This design comes from an exercise in tuning for small area, a short achievable clock period and few clock cycles per item on the open sky130 flow, not from production work.
Function was checked by simulation only, so behaviour that the tests miss may differ from the original.

==> flow/design.v (outline; a module is shown in full before it is edited, if it fits) <==
// module hinge_cmp: 195 lines
// module booth_mul: 902 lines
// module add_bk48: 136 lines
// module add_bk65: 185 lines
module hinge_cmp (
    input  wire        clk,
    input  wire        rst,
    input  wire        start,
    input  wire        clear,
    input  wire [23:0] clear_u,
    input  wire        form,
    input  wire        integ,
    input  wire [23:0] e_in,
    input  wire [23:0] b0,
    input  wire [23:0] b1,
    input  wire [23:0] b2,
    input  wire [23:0] b3,
    input  wire [23:0] a1,
    input  wire [23:0] a2,
    input  wire [23:0] a3,
    input  wire [5:0]  xb,
    input  wire [5:0]  xa,
    input  wire [5:0]  xe,
    input  wire [5:0]  xu,
    input  wire [23:0] u_min,
    input  wire [23:0] u_max,
    output wire        ready,
    output reg         done,
    output reg  [23:0] u_lim,
    output reg  [23:0] u_raw,
    output reg         sat,
    output reg         ovf,
    output reg         clamp
);
  // ...
==> flow/flow/run.sh <==
#!/bin/bash
# The standard layout (the standard.sh, standard synthesis included), with
# repair_timing asked to keep a setup margin so the layout runs faster than
# the 17 ns constraint. Each step's full log is under orfs/logs; make's own
# output goes to flow_make.log.
set -uo pipefail
MARGIN=${MARGIN:-12.3}
bash standard.sh SETUP_SLACK_MARGIN=$MARGIN finish > flow_make.log 2>&1
==> flow/standard.sh <==
#!/bin/bash
# synth_recipe.tcl (not shown) runs the flow's synth.tcl, then flattens the netlist and writes it again
# the make line also repeats each setting of config.mk as NAME=value (left out here)
make -C /OpenROAD-flow-scripts/flow DESIGN_CONFIG=/design/flow/config.mk WORK_HOME=/design/flow/orfs CLKGATE_MAP_FILE= SYNTH_SCRIPT=/design/flow/synth_recipe.tcl "${@:-finish}"
==> flow/config.mk <==
export PLATFORM = sky130hd
export DESIGN_NAME = hinge_cmp
export DESIGN_NICKNAME = hinge_cmp
export VERILOG_FILES = /design/flow/design.v
export SDC_FILE = /design/flow/constraint.sdc
export NUM_CORES = 4
export LEC_CHECK = 0
export ABC_AREA = 1
export CAP_MARGIN = 20
export CORE_MARGIN = 2
export CORE_UTILIZATION = 40
export PLACE_DENSITY = 0.6
export SLEW_MARGIN = 20
==> flow/constraint.sdc <==
create_clock -name core_clock -period 17.0 [get_ports {clk}]
set_input_delay 3.4000 -clock core_clock [delete_from_list [all_inputs] [get_ports {clk}]]
set_output_delay 3.4000 -clock core_clock [all_outputs]
set_load 0.01 [all_outputs]
==> run notes, run 1 <==
- The global-route wire length before repair is 277000 um.
- The worst slack at placement is 11.39 ns.
- The total of hold buffers inserted after clock tree synthesis is 0.
- Of the total synthesized cell area, the portion taken by full adders, half adders and majority gates is 17.5%.
- The portion of netlist area occupied by mux cells is 0.694%.
- Following the worst setup path forward leads to its endpoint at u_lim[8].
- The cell depth of the worst setup path is 1.
- STA classifies the critical path startpoint as a register.
- The capturing point of the worst reg2reg path is mc[24]$_DFF_P_.
- The area used by multi-input combinational logic is 0.0317 sq mm.
- The level count of the clock H-tree is 3.
- In this run the post-CTS setup repair buffer count came out at 16.
- The count of flip-flops with a built-in enable after synthesis is 150.
- The synthesized-area fraction occupied by ao, oa, aoi and oai cells is 15.1%.
- In the routed layout, each cell is associated on average with a via count of 5.36.
- The worst register-to-register path begins at cq0[17]$_DFF_P_.
- The overall die area is 0.136 sq mm.
- The worst setup path is captured at a primary output.
- In this run the remaining antenna-violating nets after routing total 0.
- The count of multi-input gates is 4930.
- The critical path starts at u_lim[8]$_DFF_P_.
- Across the run, the number of max-cap violations was 0.
- The initial utilization of the core area, before any placement, comes to 40.1%.
- The final sequential cell count is 766.
- The flow ran to the end and the layout has no timing, DRC or antenna violations.
- The final antenna diode count is 4.
- The total routed wirelength is 184000 um.
- The worst path buffer plus inverter count is 1.
- The routing layer with the top usage in global route is met2.
- During I/O placement, the number of pins put on the boundary was 347.
- Traced cell by cell, the critical path runs through dlygate4sd2_1.
Testbench counts, summed over its fixed seeds: cycles 139,812, samples 23,233.
==> run 2, diff against run 1 <==
--- a/flow/flow/run.sh
+++ b/flow/flow/run.sh
@@ -4,5 +4,5 @@
 # the 17 ns constraint. Each step's full log is under orfs/logs; make's own
 # output goes to flow_make.log.
 set -uo pipefail
-MARGIN=${MARGIN:-12.3}
+MARGIN=${MARGIN:-12.5}
 bash standard.sh SETUP_SLACK_MARGIN=$MARGIN finish > flow_make.log 2>&1
==> run notes, run 2 <==
- Registers with the most flip-flops: acc x64, win x64, ms x48 (unchanged).
- The total negative setup slack is 0 ns (unchanged).
- The path type of the worst setup path is register to primary output (unchanged).
- The standard-cell row count is 134 (unchanged).
- The max-capacitance violation count is 0 (unchanged).
- The net count of the finished layout was 8104 (was 8070).
- Most common library cells after synthesis: 1680 x sky130_fd_sc_hd__nand2_1, 925 x sky130_fd_sc_hd__inv_1, 616 x sky130_fd_sc_hd__dfxtp_1 (unchanged).
- The average cell area after synthesis is 7.57 sq um (unchanged).
- Status: complete, no violations (unchanged).
- The net count of the mapped netlist came to 7907 (unchanged).
- The class of the tightest hold or removal check is register to register (unchanged).
- The sequential-to-total area share from yosys stat is 31.5% (unchanged).
- The worst clock skew is 0.0472 ns (was 0.0344 ns).
- Critical path cell sequence: buf_6 (was dlygate4sd2_1).
- The maximum clock insertion buffer count is 3 (unchanged).
- The startpoint type of the worst setup path is a register (unchanged).
- Unrepaired setup endpoints after global routing: yes (unchanged).
- The effective utilization at floorplan is 40.1% (unchanged).
- The count of flip-flops with a built-in enable after synthesis came to 150 (unchanged).
- The final period utilization is 27.0% (was 27.4%).
- The proportion of netlist area held by the largest area contributor is 23.1% (unchanged).
- The final instance area is 0.0627 sq mm (was 0.0620 sq mm).
- The total of hold buffers inserted after clock tree synthesis was 0 (unchanged).
- The reg-to-reg critical path startpoint was sel_b$_DFF_P_ (was cq0[17]$_DFF_P_).
- The area of placed instances is 0.0583 sq mm (about the same).
- The clock root buffer is sky130_fd_sc_hd__clkbuf_16 (unchanged).
- The last weighted congestion value of the routability-driven placer is 0.943 (was 0.974).
- The worst hold path endpoint was sel_u2$_DFF_P_ (unchanged).
- The worst setup slack for register-to-register paths is 12.63 ns (was 12.39 ns).
- The TritonCTS buffer count is 84 (was 86).
- The total standard cell area after synthesis was 0.0534 sq mm (unchanged).
- The required time of the worst setup path is 13.60 ns (about the same).
- The area growth from synthesis to layout was 17.5% (was 16.1%).
- The critical path's slowest cell is sky130_fd_sc_hd__dfxtp_4 (was sky130_fd_sc_hd__dfxtp_1).
- The total global routing overflow was 0 (unchanged).
- The critical hold path startpoint was ph[4]$_SDFF_PP0_ (unchanged).
- The placed wire-length estimate came to 134000 um (was 133000 um).
- The die width is 369 um (unchanged).
- The maximum fanout along the worst path came to 2 (was 1).
- The fmax is 218 MHz (was 215 MHz).
- The routed wirelength normalized by instance count was 20.9 um (was 20.4 um).
- The most repeated cell in the gate-level netlist after synthesis was sky130_fd_sc_hd__nand2_1 (unchanged).
- The count of boundary I/O pins is 347 (unchanged).
- The number of cells produced by synthesis was 7046 (unchanged).
- The latest clock arrival within the worst-skew pair is 0.71 ns (was 0.72 ns).
- The worst path buffer plus inverter count is 1 (unchanged).
- The detailed router's first-iteration violation count is 4682 (was 4457).
- The via count normalized by instance count is 5.38 (was 5.36).
- The highest cell delay on the worst timing path is 0.37 ns (was 0.29 ns).
- Most frequent cells in the layout: 1661 x sky130_fd_sc_hd__nand2_1, 903 x sky130_fd_sc_hd__inv_1, 561 x sky130_fd_sc_hd__dfxtp_1 (was 1668 x sky130_fd_sc_hd__nand2_1, 910 x sky130_fd_sc_hd__inv_1, 602 x sky130_fd_sc_hd__dfxtp_1).
- The library cell occupying the most area in the post-synthesis netlist is sky130_fd_sc_hd__dfxtp_1 (unchanged).
- The capturing point of the worst reg2reg path is mc[22]$_DFF_P_ (was mc[24]$_DFF_P_).
- The TritonCTS sink count is 766 (unchanged).
- The pin count of the biggest net entering global routing came to 106 (was 101).
- The die outline height is 369 um (unchanged).
- The predominant post-synthesis flop cell is sky130_fd_sc_hd__dfxtp_1 (unchanged).
- The count of final max-slew check failures came to 0 (unchanged).
- The total of buffers placed on input and output ports is 346 (unchanged).
- The total of fill cells in the finished design is 13.1k (was 13.3k).
- The transition at the pin with the smallest max-transition slack is 1.30 ns (was 1.27 ns).
- The instance count along the most critical hold path is 0 (unchanged).
- The async set-reset flop share out of synthesis was 0% (unchanged).
- The initial antenna violation count was 9 (was 7).
- The area of the core is 0.133 sq mm (unchanged).
- The level count of the clock H-tree is 3 (unchanged).
- The global-route wire length before repair was 283000 um (was 277000 um).
- The overall die area is 0.136 sq mm (unchanged).
- The number of distinct library cells after synthesis is 61 (unchanged).
- The number of nets still failing antenna checks after routing came to 0 (unchanged).
- The family with the most delay on the worst path is flip-flops (unchanged).
- The worst relative slew slack is 12.2% (was 14.5%).
- The critical path data arrival time was 1.19 ns (was 1.26 ns).
- The routed via count came to 48.9k (was 48.5k).
- The global routing usage summed across all routing layers was 26.9% (was 26.3%).
- The final routed DRC violation total is 0 (unchanged).
- The number of hold violations in the final report came to 0 (unchanged).
- The number of warnings reported in the yosys synthesis log is 1 (unchanged).
- The sort of element at the end of the critical path is a primary output (unchanged).
- The total routed wirelength came to 190000 um (was 184000 um).
- The register clock-pin slew on the reported worst setup and hold paths is 0.06 ns (about the same).
- The most common cell after layout, fill and taps aside was sky130_fd_sc_hd__nand2_1 (unchanged).
- The CTS tree is done (unchanged).
- Area contributors post-synth: sky130_fd_sc_hd__dfxtp_1 23%, sky130_fd_sc_hd__nand2_1 12%, sky130_fd_sc_hd__fa_1 11% (unchanged).
- The worst reg2reg path depth is 14 (was 12).
- The final setup violation count is 0 (unchanged).
- The count of state elements after synthesis came to 766 (unchanged).
- The number of iterations in the first detailed-routing pass is 6 (unchanged).
- The shortest clock period the worst path allows after layout is 4.59 ns (was 4.66 ns).
- The number of global-route vias before repair was 46.5k (was 46.4k).
- The fraction of layout instances using a drive strength above 1 is 9.00% (was 7.21%).
-- run 2: cell counts after synthesis --
Identical to the previous run, type by type.
-- run 2: through the flow --
step	cells	util [%]	hold WS, ns	setup slack [ns]
CTS	9042	46.5	0.359	12.36
global placement	8846	43.8	0.344	11.71
finish	9084	47.2	0.355	12.41
detailed placement	8846	43.8	0.348	11.65
global route	9083	47.2	0.362	12.37
floorplan	7046	-	0.310	12.53
-- run 2: worst max-delay path by stage --
stage,from,end,cells after the start
CTS,ready_q$_SDFF_PP1_,ready,1
finish,ready_q$_SDFF_PP1_,ready,1
detailed placement,sel_b$_DFF_P_,mc[28]$_DFF_P_,15
floorplan,clear,umin_q[11]$_DFFE_PN_,3
global placement,sel_b$_DFF_P_,mc[28]$_DFF_P_,15
global route,ready_q$_SDFF_PP1_,ready,1
-- run 2: per-layer routing --
layer,vias up,part of all wire (%),GRT usage [%],wire [um]
li1,23157,-,-,-
met2,2153,44,42.5,84100
met3,412,9.3,6.58,17700
met5,-,0.036,0,68
met1,23158,43,35.8,80800
met4,10,3.6,8.99,6790
-- run 2: cell type report --
cell class	count	area, sq um	area share (%)
inverter	941	3610	5.75
tap	1768	2210	3.53
sequential	766	16900	27.0
clock buffer	107	2320	3.70
multi-input combinational	4930	31900	50.9
clock inverter	50	561	0.894
antenna	2	5.00	0.00798
timing repair inverter	9	55.1	0.0878
timing repair buffer	511	5070	8.09
-- run 2: cell families (layout without fill, tap and decap cells) --
logic type / count (synthesis) / count (layout) / synth area share [%]
XOR/XNOR: 408 / 408 / 6.70
AO/OA/AOI/OAI: 1430 / 1430 / 15.1
multiplexers: 34 / 34 / 0.694
other: 0 / 2 / 0
adder cells (fa/ha/maj): 571 / 571 / 17.5
AND/OR/NAND/NOR: 2485 / 2487 / 18.7
flip-flops: 766 / 766 / 31.5
buffers and inverters: 1352 / 1618 / 9.74
-- run 2: timing repair --
item | 4_1_cts | 5_1_grt
pin swaps | 5 | 24
endpoints found under the setup margin | 241 | 229
setup buffers | 24 | 32
gates resized for setup | 409 | 193
cloned | 15 | 8
==> run 3, diff against run 2 <==
--- a/flow/flow/run.sh
+++ b/flow/flow/run.sh
@@ -4,5 +4,5 @@
 # the 17 ns constraint. Each step's full log is under orfs/logs; make's own
 # output goes to flow_make.log.
 set -uo pipefail
-MARGIN=${MARGIN:-12.5}
+MARGIN=${MARGIN:-12.4}
 bash standard.sh SETUP_SLACK_MARGIN=$MARGIN finish > flow_make.log 2>&1
--- a/flow/config.mk
+++ b/flow/config.mk
@@ -9,5 +9,7 @@
 export CAP_MARGIN = 20
 export CORE_MARGIN = 2
 export CORE_UTILIZATION = 40
+export CTS_CLUSTER_DIAMETER = 50
+export CTS_CLUSTER_SIZE = 20
 export PLACE_DENSITY = 0.6
 export SLEW_MARGIN = 20
==> run notes, run 3 <==
- Status: complete, no violations (unchanged).
- The global-route wire length before repair was 278000 um (was 283000 um).
- The count of final max-slew check failures is 0 (unchanged).
- The met1 usage is 35.3% (was 35.8%).
- The library cell occupying the most area in the post-synthesis netlist was sky130_fd_sc_hd__dfxtp_1 (unchanged).
- The total routed wirelength came to 185000 um (was 190000 um).
- Critical path cell sequence: buf_6 (unchanged).
- The area growth from synthesis to layout came to 16.2% (was 17.5%).
- The proportion of netlist area held by the largest area contributor is 23.1% (unchanged).
- The CTS tree is done (unchanged).
- The die outline height was 369 um (unchanged).
- The effective utilization at floorplan came to 40.1% (unchanged).
- The worst setup slack for register-to-register paths is 12.49 ns (was 12.63 ns).
- The area used by multi-input combinational logic came to 0.0318 sq mm (was 0.0319 sq mm).
- Registers with the most flip-flops: acc x64, win x64, ms x48 (unchanged).
- The synthesized-area fraction occupied by xor and xnor cells is 6.70% (unchanged).
- The fmax is 217 MHz (was 218 MHz).
- The highest cell delay on the worst timing path is 0.36 ns (was 0.37 ns).
- The detailed router's first-iteration violation count came to 4648 (was 4682).
- The overall die area is 0.136 sq mm (unchanged).
- The class of the tightest hold or removal check was register to register (unchanged).
- The shortest clock period the worst path allows after layout is 4.60 ns (was 4.59 ns).
- The portion of netlist area occupied by mux cells came to 0.694% (unchanged).
- The final hold slack came to 0.372 ns (was 0.355 ns).
- The average cell area after synthesis came to 7.57 sq um (unchanged).
- The maximum clock insertion buffer count came to 3 (unchanged).
- Most frequent cells in the layout: 1668 x sky130_fd_sc_hd__nand2_1, 907 x sky130_fd_sc_hd__inv_1, 588 x sky130_fd_sc_hd__dfxtp_1 (was 1661 x sky130_fd_sc_hd__nand2_1, 903 x sky130_fd_sc_hd__inv_1, 561 x sky130_fd_sc_hd__dfxtp_1).
- The sequential-to-total area share from yosys stat is 31.5% (unchanged).
- The total of fill cells in the finished design is 13.3k (was 13.1k).
- The worst relative slew slack came to 16.2% (was 12.2%).
- The initial antenna violation count was 6 (was 9).
- The count of boundary I/O pins is 347 (unchanged).
- The latest clock arrival within the worst-skew pair is 0.73 ns (was 0.71 ns).
- The count of placed standard cells including taps is 8847 (was 8846).
- The total standard cell area after synthesis was 0.0534 sq mm (unchanged).
- The final instance area is 0.0620 sq mm (was 0.0627 sq mm).
- The total of hold buffers inserted after clock tree synthesis is 0 (unchanged).
- The number of iterations in the first detailed-routing pass is 7 (was 6).
- The number of global-route vias before repair is 46.4k (was 46.5k).
- The routing layer with the top usage in global route is met2 (unchanged).
- The level count of the clock H-tree is 3 (unchanged).
- The area of placed instances is 0.0583 sq mm (about the same).
- The fraction of layout instances using a drive strength above 1 is 7.97% (was 9.00%).
- The critical path data arrival time is 1.20 ns (was 1.19 ns).
- The final setup violation count is 0 (unchanged).
- The transition at the pin with the smallest max-transition slack is 1.24 ns (was 1.30 ns).
- The family with the most delay on the worst path is flip-flops (unchanged).
- The routed wirelength normalized by instance count came to 20.4 um (was 20.9 um).
- The TritonCTS sink count came to 766 (unchanged).
- The max-capacitance violation count is 0 (unchanged).
- The required time of the worst setup path came to 13.60 ns (about the same).
- Most common library cells after synthesis: 1680 x sky130_fd_sc_hd__nand2_1, 925 x sky130_fd_sc_hd__inv_1, 616 x sky130_fd_sc_hd__dfxtp_1 (unchanged).
- The placed wire-length estimate is 133000 um (was 134000 um).
- The number of cells produced by synthesis was 7046 (unchanged).
- The count of state elements after synthesis is 766 (unchanged).
- The count of flip-flops with a built-in enable after synthesis is 150 (unchanged).
- The area of the core was 0.133 sq mm (unchanged).
- The number of hold violations in the final report was 0 (unchanged).
- The sort of element at the end of the critical path is a primary output (unchanged).
- The register clock-pin slew on the reported worst setup and hold paths came to 0.07 ns (was 0.06 ns).
- The met2 demand-to-capacity share in global routing was 41.3% (was 42.5%).
- The standard-cell row count was 134 (unchanged).
- Unrepaired setup endpoints after global routing: yes (unchanged).
- The total global routing overflow is 0 (unchanged).
- The net count of the finished layout was 8076 (was 8104).
- The total negative setup slack is 0 ns (unchanged).
- The global routing usage summed across all routing layers is 26.4% (was 26.9%).
- The most common cell after layout, fill and taps aside is sky130_fd_sc_hd__nand2_1 (unchanged).
- The async set-reset flop share out of synthesis is 0% (unchanged).
- The worst path buffer plus inverter count is 1 (unchanged).
- The number of warnings reported in the yosys synthesis log came to 1 (unchanged).
- The final routed DRC violation total is 0 (unchanged).
- The final standard cell count with taps included and fillers excluded is 9059 (was 9084).
- The clock root buffer is sky130_fd_sc_hd__clkbuf_16 (unchanged).
- Area contributors post-synth: sky130_fd_sc_hd__dfxtp_1 23%, sky130_fd_sc_hd__nand2_1 12%, sky130_fd_sc_hd__fa_1 11% (unchanged).
- The most repeated cell in the gate-level netlist after synthesis is sky130_fd_sc_hd__nand2_1 (unchanged).
- The total of buffers placed on input and output ports is 346 (unchanged).
- The number of distinct library cells after synthesis is 61 (unchanged).
- The global routing usage on met3 is 6.56% (was 6.58%).
- The via count normalized by instance count came to 5.35 (was 5.38).
- The TritonCTS buffer count is 87 (was 84).
- The path type of the worst setup path is register to primary output (unchanged).
- The routed via count came to 48.5k (was 48.9k).
- The simple-gate portion of the synthesized area is 18.7% (unchanged).
- The final period utilization is 27.1% (was 27.0%).
- The synthesized-area fraction occupied by ao, oa, aoi and oai cells is 15.1% (unchanged).
- The pin count of the biggest net entering global routing is 101 (was 106).
- The die width is 369 um (unchanged).
- The sequential cell area is 0.0169 sq mm (about the same).
- The last weighted congestion value of the routability-driven placer is 0.974 (was 0.943).
- The worst clock skew was 0.0515 ns (was 0.0472 ns).
- The predominant post-synthesis flop cell is sky130_fd_sc_hd__dfxtp_1 (unchanged).
- The post-synthesis share of cell area spent on full adders, half adders and majority gates is 17.5% (unchanged).
- The net count of the mapped netlist is 7907 (unchanged).
- The maximum fanout along the worst path was 2 (unchanged).
- The critical path's slowest cell is sky130_fd_sc_hd__dfxtp_4 (unchanged).
- The startpoint type of the worst setup path is a register (unchanged).
- The largest family of logic cells by synthesized area is simple AND/OR/NAND/NOR gates (unchanged).
- The number of nets still failing antenna checks after routing is 0 (unchanged).
==> run 3: stage by stage <==
stage,utilization [%],setup WS (ns)
after floorplan,-,12.40
after global placement,43.9,11.45
after detailed placement,43.9,11.39
after CTS,46.3,12.35
after global routing,46.6,12.36
final,46.7,12.40
==> run 3: logic make-up (layout without fill, tap and decap cells) <==
| group | Yosys count | count (layout) |
|---|---|---|
| AND/OR/NAND/NOR | 2485 | 2487 |
| AO/OA/AOI/OAI | 1430 | 1430 |
| buffers and inverters | 1352 | 1593 |
| flip-flops | 766 | 766 |
| adder cells (fa/ha/maj) | 571 | 571 |
| XOR/XNOR | 408 | 408 |
| multiplexers | 34 | 34 |
| other | 0 | 2 |
==> run 3: layout make-up <==
class                           instances  share of cell area [%]
Multi-Input combinational cell       4930                    51.2
Sequential cell                       766                    27.2
Timing Repair Buffer                  480                    7.27
Inverter                              941                    5.80
Clock buffer                          103                    3.82
Tap cell                             1768                    3.57
Clock inverter                         60                    1.02
Timing Repair inverter                  9                  0.0847
Antenna cell                            2                 0.00807
==> run 3: worst paths after layout <==
check | start | endpoint | depth (start not counted)
setup / recovery | ready_q$_SDFF_PP1_ | ready | 1
hold / removal | ph[4]$_SDFF_PP0_ | sel_u2$_DFF_P_ | 0
setup reg to reg | cq0[5]$_DFF_P_ | mc[21]$_DFF_P_ | 13
hold reg to reg | ph[4]$_SDFF_PP0_ | sel_u2$_DFF_P_ | 0
==> run 3: timing repair <==
action | 4_1_cts | 5_1_grt
gates resized for setup | 318 | 147
buffers inserted | 20 | 16
gates cloned | 9 | 2
pin swaps | 3 | 10
endpoints found under the setup margin | 235 | 232
hold endpoints to repair | 0 | 0
==> run 3: worst register-to-register path, cell delays in order, from the launching register on <==
cell and delay [ns]:
sky130_fd_sc_hd__dfxtp_1 0.34, sky130_fd_sc_hd__buf_8 0.30, sky130_fd_sc_hd__nor2_1 0.16, sky130_fd_sc_hd__nor2_2 0.30, sky130_fd_sc_hd__clkinvlp_4 0.14, sky130_fd_sc_hd__buf_4 0.23, sky130_fd_sc_hd__o22ai_1 0.21, sky130_fd_sc_hd__xor2_1 0.23
sky130_fd_sc_hd__fa_1 0.47, sky130_fd_sc_hd__fa_1 0.52, sky130_fd_sc_hd__fa_1 0.44, sky130_fd_sc_hd__fa_1 0.54, sky130_fd_sc_hd__inv_1 0.07, sky130_fd_sc_hd__fa_1 0.44
==> run 3: metal layers <==
layer / share of wire [%] / routed length [um]
met1: 43 / 78800
met2: 44 / 81400
met3: 9.4 / 17300
met4: 3.8 / 7040
met5: 0.015 / 27
==> run 4, diff against run 3 <==
--- a/flow/config.mk
+++ b/flow/config.mk
@@ -9,7 +9,5 @@
 export CAP_MARGIN = 20
 export CORE_MARGIN = 2
 export CORE_UTILIZATION = 40
-export CTS_CLUSTER_DIAMETER = 50
-export CTS_CLUSTER_SIZE = 20
 export PLACE_DENSITY = 0.6
 export SLEW_MARGIN = 20
==> run notes, run 4 <==
- The die outline height was 369 um (unchanged).
- The clock root buffer is sky130_fd_sc_hd__clkbuf_16 (unchanged).
- The area used by multi-input combinational logic is 0.0318 sq mm (about the same).
- The sequential-to-total area share from yosys stat came to 31.5% (unchanged).
- The average cell area after synthesis was 7.57 sq um (unchanged).
- The TritonCTS sink count is 766 (unchanged).
- The most repeated cell in the gate-level netlist after synthesis is sky130_fd_sc_hd__nand2_1 (unchanged).
- The level count of the clock H-tree was 3 (unchanged).
- The number of cells produced by synthesis came to 7046 (unchanged).
- The library cell occupying the most area in the post-synthesis netlist was sky130_fd_sc_hd__dfxtp_1 (unchanged).
- The shortest clock period the worst path allows after layout is 4.57 ns (was 4.60 ns).
- The met2 demand-to-capacity share in global routing was 41.5% (was 41.3%).
- The maximum clock insertion buffer count is 3 (unchanged).
- The die width is 369 um (unchanged).
- The number of warnings reported in the yosys synthesis log came to 1 (unchanged).
- The total negative setup slack is 0 ns (unchanged).
- The detailed router's first-iteration violation count is 4581 (was 4648).
- The routed wirelength normalized by instance count is 20.6 um (was 20.4 um).
- The final hold slack is 0.353 ns (was 0.372 ns).
- The overall die area is 0.136 sq mm (unchanged).
- The total routed wirelength is 186000 um (was 185000 um).
- The total of buffers placed on input and output ports came to 346 (unchanged).
- Registers with the most flip-flops: acc x64, win x64, ms x48 (unchanged).
- The worst clock skew is 0.0329 ns (was 0.0515 ns).
- The number of nets still failing antenna checks after routing is 0 (unchanged).
- The global routing usage on met3 was 6.60% (was 6.56%).
- The global-route wire length before repair is 278000 um (about the same).
- The total global routing overflow was 0 (unchanged).
- Most common library cells after synthesis: 1680 x sky130_fd_sc_hd__nand2_1, 925 x sky130_fd_sc_hd__inv_1, 616 x sky130_fd_sc_hd__dfxtp_1 (unchanged).
- The count of final max-slew check failures is 0 (unchanged).
- Area contributors post-synth: sky130_fd_sc_hd__dfxtp_1 23%, sky130_fd_sc_hd__nand2_1 12%, sky130_fd_sc_hd__fa_1 11% (unchanged).
- Status: complete, no violations (unchanged).
- Unrepaired setup endpoints after global routing: yes (unchanged).
- The startpoint type of the worst setup path is a register (unchanged).
- The worst relative slew slack was 8.26% (was 16.2%).
- The fraction of layout instances using a drive strength above 1 is 7.86% (was 7.97%).
- The via count normalized by instance count is 5.36 (was 5.35).
- Critical path cell sequence: buf_6 (unchanged).
- The met1 usage is 35.4% (was 35.3%).
- The final setup violation count is 0 (unchanged).
- The required time of the worst setup path came to 13.60 ns (about the same).
- The final period utilization is 26.9% (was 27.1%).
- The count of flip-flops with a built-in enable after synthesis is 150 (unchanged).
- The final routed DRC violation total is 0 (unchanged).
- The last weighted congestion value of the routability-driven placer is 0.974 (unchanged).
- The net count of the finished layout is 8081 (was 8076).
- The TritonCTS buffer count was 86 (was 87).
- The transition at the pin with the smallest max-transition slack is 1.36 ns (was 1.24 ns).
- The initial antenna violation count is 6 (unchanged).
- The proportion of netlist area held by the largest area contributor came to 23.1% (unchanged).
- The register clock-pin slew on the reported worst setup and hold paths is 0.06 ns (was 0.07 ns).
- The placed wire-length estimate is 133000 um (unchanged).
- The sequential cell area came to 0.0169 sq mm (about the same).
- The sort of element at the end of the critical path is a primary output (unchanged).
- The area growth from synthesis to layout is 16.4% (was 16.2%).
- The number of distinct library cells after synthesis came to 61 (unchanged).
- The number of global-route vias before repair was 46.5k (was 46.4k).
- The area of the core came to 0.133 sq mm (unchanged).
- The fmax came to 219 MHz (was 217 MHz).
- The latest clock arrival within the worst-skew pair is 0.71 ns (was 0.73 ns).
- The most common cell after layout, fill and taps aside was sky130_fd_sc_hd__nand2_1 (unchanged).
- The maximum fanout along the worst path came to 2 (unchanged).
- The net count of the mapped netlist came to 7907 (unchanged).
- The total of fill cells in the finished design was 13.2k (was 13.3k).
- The routed via count came to 48.6k (was 48.5k).
- The effective utilization at floorplan is 40.1% (unchanged).
- The CTS tree is done (unchanged).
- The count of state elements after synthesis is 766 (unchanged).
- The routing layer with the top usage in global route was met2 (unchanged).
- The family with the most delay on the worst path is flip-flops (unchanged).
- The max-capacitance violation count is 0 (unchanged).
- The count of boundary I/O pins is 347 (unchanged).
- The total standard cell area after synthesis is 0.0534 sq mm (unchanged).
- The class of the tightest hold or removal check is register to register (unchanged).
- The predominant post-synthesis flop cell is sky130_fd_sc_hd__dfxtp_1 (unchanged).
- The path type of the worst setup path was register to primary output (unchanged).
- The critical path data arrival time is 1.17 ns (was 1.20 ns).
- The critical path's slowest cell is sky130_fd_sc_hd__dfxtp_4 (unchanged).
- The global routing usage summed across all routing layers is 26.4% (about the same).
- The number of hold violations in the final report is 0 (unchanged).
- The worst path buffer plus inverter count is 1 (unchanged).
- Most frequent cells in the layout: 1667 x sky130_fd_sc_hd__nand2_1, 907 x sky130_fd_sc_hd__inv_1, 595 x sky130_fd_sc_hd__dfxtp_1 (was 1668 x sky130_fd_sc_hd__nand2_1, 907 x sky130_fd_sc_hd__inv_1, 588 x sky130_fd_sc_hd__dfxtp_1).
- The async set-reset flop share out of synthesis came to 0% (unchanged).
- The pin count of the biggest net entering global routing came to 101 (unchanged).
- The standard-cell row count is 134 (unchanged).
- The highest cell delay on the worst timing path was 0.36 ns (about the same).
- The number of iterations in the first detailed-routing pass came to 6 (was 7).
run 4: cell counts after synthesis:
No cell type changed its count.
run 4: cell type report:
cell class / count / area share (%)
multi-input combinational: 4930 / 51.2
sequential: 766 / 27.2
timing repair buffer: 487 / 7.36
inverter: 941 / 5.79
clock buffer: 120 / 4.07
tap: 1768 / 3.56
clock inverter: 41 / 0.813
timing repair inverter: 8 / 0.0765
antenna: 2 / 0.00805
run 4: cell families after synthesis:
kind of cell,synth area share (%)
simple gates,18.7
compound gates,15.1
buf+inv,9.74
flops,31.5
fa+ha+maj,17.5
xor+xnor,6.70
mux,0.694
run 4: through the flow:
stage                     setup WS (ns)  area (sq um)  cells  utilization [%]
after floorplan                   12.40         53400   7046                -
after global placement            11.45         58300   8847             43.9
after detailed placement          11.39         58300   8847             43.9
after CTS                         12.38         61500   9039             46.3
after global routing              12.33         62100   9061             46.7
final                             12.43         62100   9063             46.7
run 4: final timing paths:
kind,start,end,slack [ns],cells past startpoint
setup reg to reg,cq0[13]$_DFF_P_,mc[24]$_DFF_P_,12.51,14
hold / removal,ph[4]$_SDFF_PP0_,sel_u2$_DFF_P_,0.35,0
setup / recovery,ready_q$_SDFF_PP1_,ready,12.43,1
hold reg to reg,ph[4]$_SDFF_PP0_,sel_u2$_DFF_P_,0.35,0
run 4: repair_timing:
| item | CTS | global route |
|---|---|---|
| setup buffers | 23 | 14 |
| gates resized for setup | 286 | 160 |
| setup endpoints to repair | 233 | 224 |
| pin swaps | 4 | 10 |
| hold buffers | 0 | 0 |
| cloned | 8 | 8 |
run 4: metal layers:
metal,vias up,wire length [um]
met3,391,17100
met4,6,6530
li1,23102,-
met1,23068,80300
met2,2026,82300
met5,-,40
==> run 5, diff against run 4 <==
--- a/flow/config.mk
+++ b/flow/config.mk
@@ -9,5 +9,5 @@
 export CAP_MARGIN = 20
 export CORE_MARGIN = 2
 export CORE_UTILIZATION = 40
-export PLACE_DENSITY = 0.6
+export PLACE_DENSITY = 0.5
 export SLEW_MARGIN = 20
==> run notes, run 5 <==
- The number of distinct library cells after synthesis is 61 (unchanged).
- The total global routing overflow is 0 (unchanged).
- The instance count along the most critical hold path is 0 (unchanged).
- The worst relative slew slack is 17.2% (was 8.26%).
- The worst clock skew is 0.0604 ns (was 0.0329 ns).
- The critical path's slowest cell is sky130_fd_sc_hd__dfxtp_4 (unchanged).
- The class of the tightest hold or removal check is register to register (unchanged).
- The net count of the mapped netlist is 7907 (unchanged).
- The required time of the worst setup path is 13.60 ns (about the same).
- The path type of the worst setup path was register to primary output (unchanged).
- The pin count of the biggest net entering global routing is 105 (was 101).
- The total of buffers placed on input and output ports was 346 (unchanged).
- Most common library cells after synthesis: 1680 x sky130_fd_sc_hd__nand2_1, 925 x sky130_fd_sc_hd__inv_1, 616 x sky130_fd_sc_hd__dfxtp_1 (unchanged).
- The total standard cell area after synthesis was 0.0534 sq mm (unchanged).
- The cell depth of the worst setup path is 1 (unchanged).
- The number of iterations in the first detailed-routing pass came to 6 (unchanged).
- Unrepaired setup endpoints after global routing: yes (unchanged).
- The sequential cell area is 0.0169 sq mm (about the same).
- The sort of element at the end of the critical path is a primary output (unchanged).
- The total negative setup slack is 0 ns (unchanged).
- The worst setup slack after layout is 12.40 ns (was 12.43 ns).
- The critical path data arrival time is 1.20 ns (was 1.17 ns).
- The total routed wirelength is 197000 um (was 186000 um).
- The final routed DRC violation total is 0 (unchanged).
- The family with the most delay on the worst path is flip-flops (unchanged).
- The average cell area after synthesis is 7.57 sq um (unchanged).
- The global routing usage summed across all routing layers is 27.8% (was 26.4%).
- The CTS tree was done (unchanged).
- Critical path cell sequence: buf_6 (unchanged).
- The number of global-route vias before repair is 46.4k (was 46.5k).
- The maximum fanout along the worst path came to 2 (unchanged).
- The TritonCTS sink count is 766 (unchanged).
- The number of cells produced by synthesis is 7046 (unchanged).
- The highest cell delay on the worst timing path is 0.36 ns (about the same).
- The final period utilization came to 27.1% (was 26.9%).
- The latest clock arrival within the worst-skew pair is 0.74 ns (was 0.71 ns).
- The async set-reset flop share out of synthesis is 0% (unchanged).
- The library cell occupying the most area in the post-synthesis netlist is sky130_fd_sc_hd__dfxtp_1 (unchanged).
- The routed wirelength normalized by instance count came to 21.6 um (was 20.6 um).
- The predominant post-synthesis flop cell is sky130_fd_sc_hd__dfxtp_1 (unchanged).
- The level count of the clock H-tree is 3 (unchanged).
- Status: complete, no violations (unchanged).
- The area growth from synthesis to layout is 17.2% (was 16.4%).
- The placed wire-length estimate is 141000 um (was 133000 um).
- The worst path buffer plus inverter count is 1 (unchanged).
- The detailed router's first-iteration violation count is 3981 (was 4581).
- The worst reg2reg path depth came to 13 (was 14).
- Area contributors post-synth: sky130_fd_sc_hd__dfxtp_1 23%, sky130_fd_sc_hd__nand2_1 12%, sky130_fd_sc_hd__fa_1 11% (unchanged).
- The number of nets still failing antenna checks after routing is 0 (unchanged).
- The startpoint type of the worst setup path was a register (unchanged).
- The TritonCTS buffer count is 89 (was 86).
- The via count normalized by instance count is 5.29 (was 5.36).
- The fraction of layout instances using a drive strength above 1 was 8.50% (was 7.86%).
- The overall die area is 0.136 sq mm (unchanged).
- The count of flip-flops with a built-in enable after synthesis is 150 (unchanged).
- Most frequent cells in the layout: 1667 x sky130_fd_sc_hd__nand2_1, 906 x sky130_fd_sc_hd__inv_1, 573 x sky130_fd_sc_hd__dfxtp_1 (was 1667 x sky130_fd_sc_hd__nand2_1, 907 x sky130_fd_sc_hd__inv_1, 595 x sky130_fd_sc_hd__dfxtp_1).
- The final setup violation count came to 0 (unchanged).
- The die outline height is 369 um (unchanged).
- The initial antenna violation count is 25 (was 6).
- The shortest clock period the worst path allows after layout came to 4.60 ns (was 4.57 ns).
- The count of boundary I/O pins is 347 (unchanged).
- The proportion of netlist area held by the largest area contributor is 23.1% (unchanged).
- The max-capacitance violation count is 0 (unchanged).
- The register clock-pin slew on the reported worst setup and hold paths is 0.06 ns (about the same).
- The number of hold violations in the final report is 0 (unchanged).
- The net count of the finished layout is 8103 (was 8081).
- The maximum clock insertion buffer count was 3 (unchanged).
- The number of warnings reported in the yosys synthesis log is 1 (unchanged).
- The global-route wire length before repair was 290000 um (was 278000 um).
- The effective utilization at floorplan was 40.1% (unchanged).
- The routed via count is 48.1k (was 48.6k).
- The fmax is 217 MHz (was 219 MHz).
- The most common cell after layout, fill and taps aside is sky130_fd_sc_hd__nand2_1 (unchanged).
- The last weighted congestion value of the routability-driven placer is 0.942 (was 0.974).
- The count of state elements after synthesis is 766 (unchanged).
- Registers with the most flip-flops: acc x64, win x64, ms x48 (unchanged).
- The area of the core came to 0.133 sq mm (unchanged).
- The most repeated cell in the gate-level netlist after synthesis is sky130_fd_sc_hd__nand2_1 (unchanged).
- The count of final max-slew check failures is 0 (unchanged).
- The total of fill cells in the finished design is 13.3k (was 13.2k).
- The area used by multi-input combinational logic is 0.0319 sq mm (was 0.0318 sq mm).
- The transition at the pin with the smallest max-transition slack is 1.23 ns (was 1.36 ns).
- The sequential-to-total area share from yosys stat is 31.5% (unchanged).
- The standard-cell row count is 134 (unchanged).
- The worst slack at placement was 11.42 ns (was 11.39 ns).
- The clock root buffer was sky130_fd_sc_hd__clkbuf_16 (unchanged).
- The die width is 369 um (unchanged).
run 5: cell counts after synthesis:
Identical to the previous run, type by type.
run 5: final timing paths:
| check | to | start | slack, ns |
|---|---|---|---|
| setup / recovery | ready | ready_q$_SDFF_PP1_ | 12.40 |
| setup reg to reg | mc[24]$_DFF_P_ | sel_b$_DFF_P_ | 12.44 |
| hold reg to reg | t_first$_DFF_P_ | m_first$_DFF_P_ | 0.33 |
| hold / removal | t_first$_DFF_P_ | m_first$_DFF_P_ | 0.33 |
run 5: stage by stage:
| step | util [%] | hold slack [ns] | instances | cell area [sq um] |
|---|---|---|---|---|
| 2_1_floorplan | - | 0.310 | 7046 | 53400 |
| 3_3_place_gp | 43.9 | 0.313 | 8850 | 58300 |
| 3_5_place_dp | 43.9 | 0.318 | 8850 | 58300 |
| 4_1_cts | 46.4 | 0.330 | 9044 | 61700 |
| 5_1_grt | 47.1 | 0.334 | 9087 | 62600 |
| 6_report | 47.1 | 0.330 | 9092 | 62600 |
run 5: layout make-up:
| cell class | instances | area share [%] |
|---|---|---|
| diodes | 6 | 0.0240 |
| clock buffers | 123 | 3.92 |
| clock inverters | 44 | 0.878 |
| inverters | 941 | 5.75 |
| multi-input cells | 4931 | 50.9 |
| flip-flops and latches | 766 | 27.0 |
| well taps | 1768 | 3.54 |
| repair buffers | 505 | 7.87 |
| repair inverters | 8 | 0.0800 |
run 5: per-layer routing:
layer | up-vias | global-route usage [%] | share of wire, %
li1 | 23152 | - | -
met1 | 22789 | 37.8 | 44
met2 | 1793 | 44.8 | 45
met3 | 318 | 5.52 | 7.8
met4 | 24 | 7.97 | 2.9
met5 | - | 0 | 0.081
run 5: logic make-up (layout without fill, tap and decap cells):
kind of cell	count (synthesis)	count (layout)	synth area share, %
AND/OR/NAND/NOR	2485	2488	18.7
AO/OA/AOI/OAI	1430	1430	15.1
buffers and inverters	1352	1621	9.74
flip-flops	766	766	31.5
adder cells (fa/ha/maj)	571	571	17.5
XOR/XNOR	408	408	6.70
multiplexers	34	34	0.694
other	0	6	0
run 5: what timing repair did:
item                                    4_1_cts  5_1_grt
pin swaps                                     6       18
endpoints found under the setup margin      239      195
buffers inserted                             19       27
hold buffers                                  0        0
cloned                                        8       15
resized for setup                           342      170

[static timing again, ports no longer ideal]
The results above use ideal ports. As a check the final layouts listed here were re-extracted and re-timed, cells and wires unchanged.
Step 1 (the two cells are an assumption about what drives the block):
set clk [get_ports {clk}]
set_driving_cell -lib_cell sky130_fd_sc_hd__clkbuf_16 $clk
set_driving_cell -lib_cell sky130_fd_sc_hd__buf_2 [delete_from_list [all_inputs] $clk]
Step 2, shift: input delay + t, output delay - t, t = (earliest + latest rising clock arrival at the registers) / 2. This alone moves slack from input paths to output paths.
Three values: ideal, step 1, step 2; two values: the first two.
run | t, ns | setup slack, ns | latest minus earliest clock arrival (ns) | slew at the worst register clock pin (ns) | worst data-port slew with drivers (ns)
run 1 | 0.773 | 12.342 / 12.267 / 12.010 | 0.034 / 0.034 | 0.07 / 0.07 | 0.09
run 2 | 0.762 | 12.415 / 12.340 / 12.200 | 0.047 / 0.047 | 0.07 / 0.07 | 0.09
run 3 | 0.776 | 12.397 / 12.321 / 11.999 | 0.052 / 0.053 | 0.08 / 0.08 | 0.09
run 4 | 0.770 | 12.426 / 12.351 / 12.019 | 0.034 / 0.034 | 0.07 / 0.07 | 0.10
run 5 | 0.790 | 12.399 / 12.315 / 12.161 | 0.065 / 0.065 | 0.07 / 0.07 | 0.11
After both steps setup and hold are still met in every run listed. For run 4, which loses most, drivers alone change the setup slack by -0.075 ns; drivers and shift together by -0.407 ns.
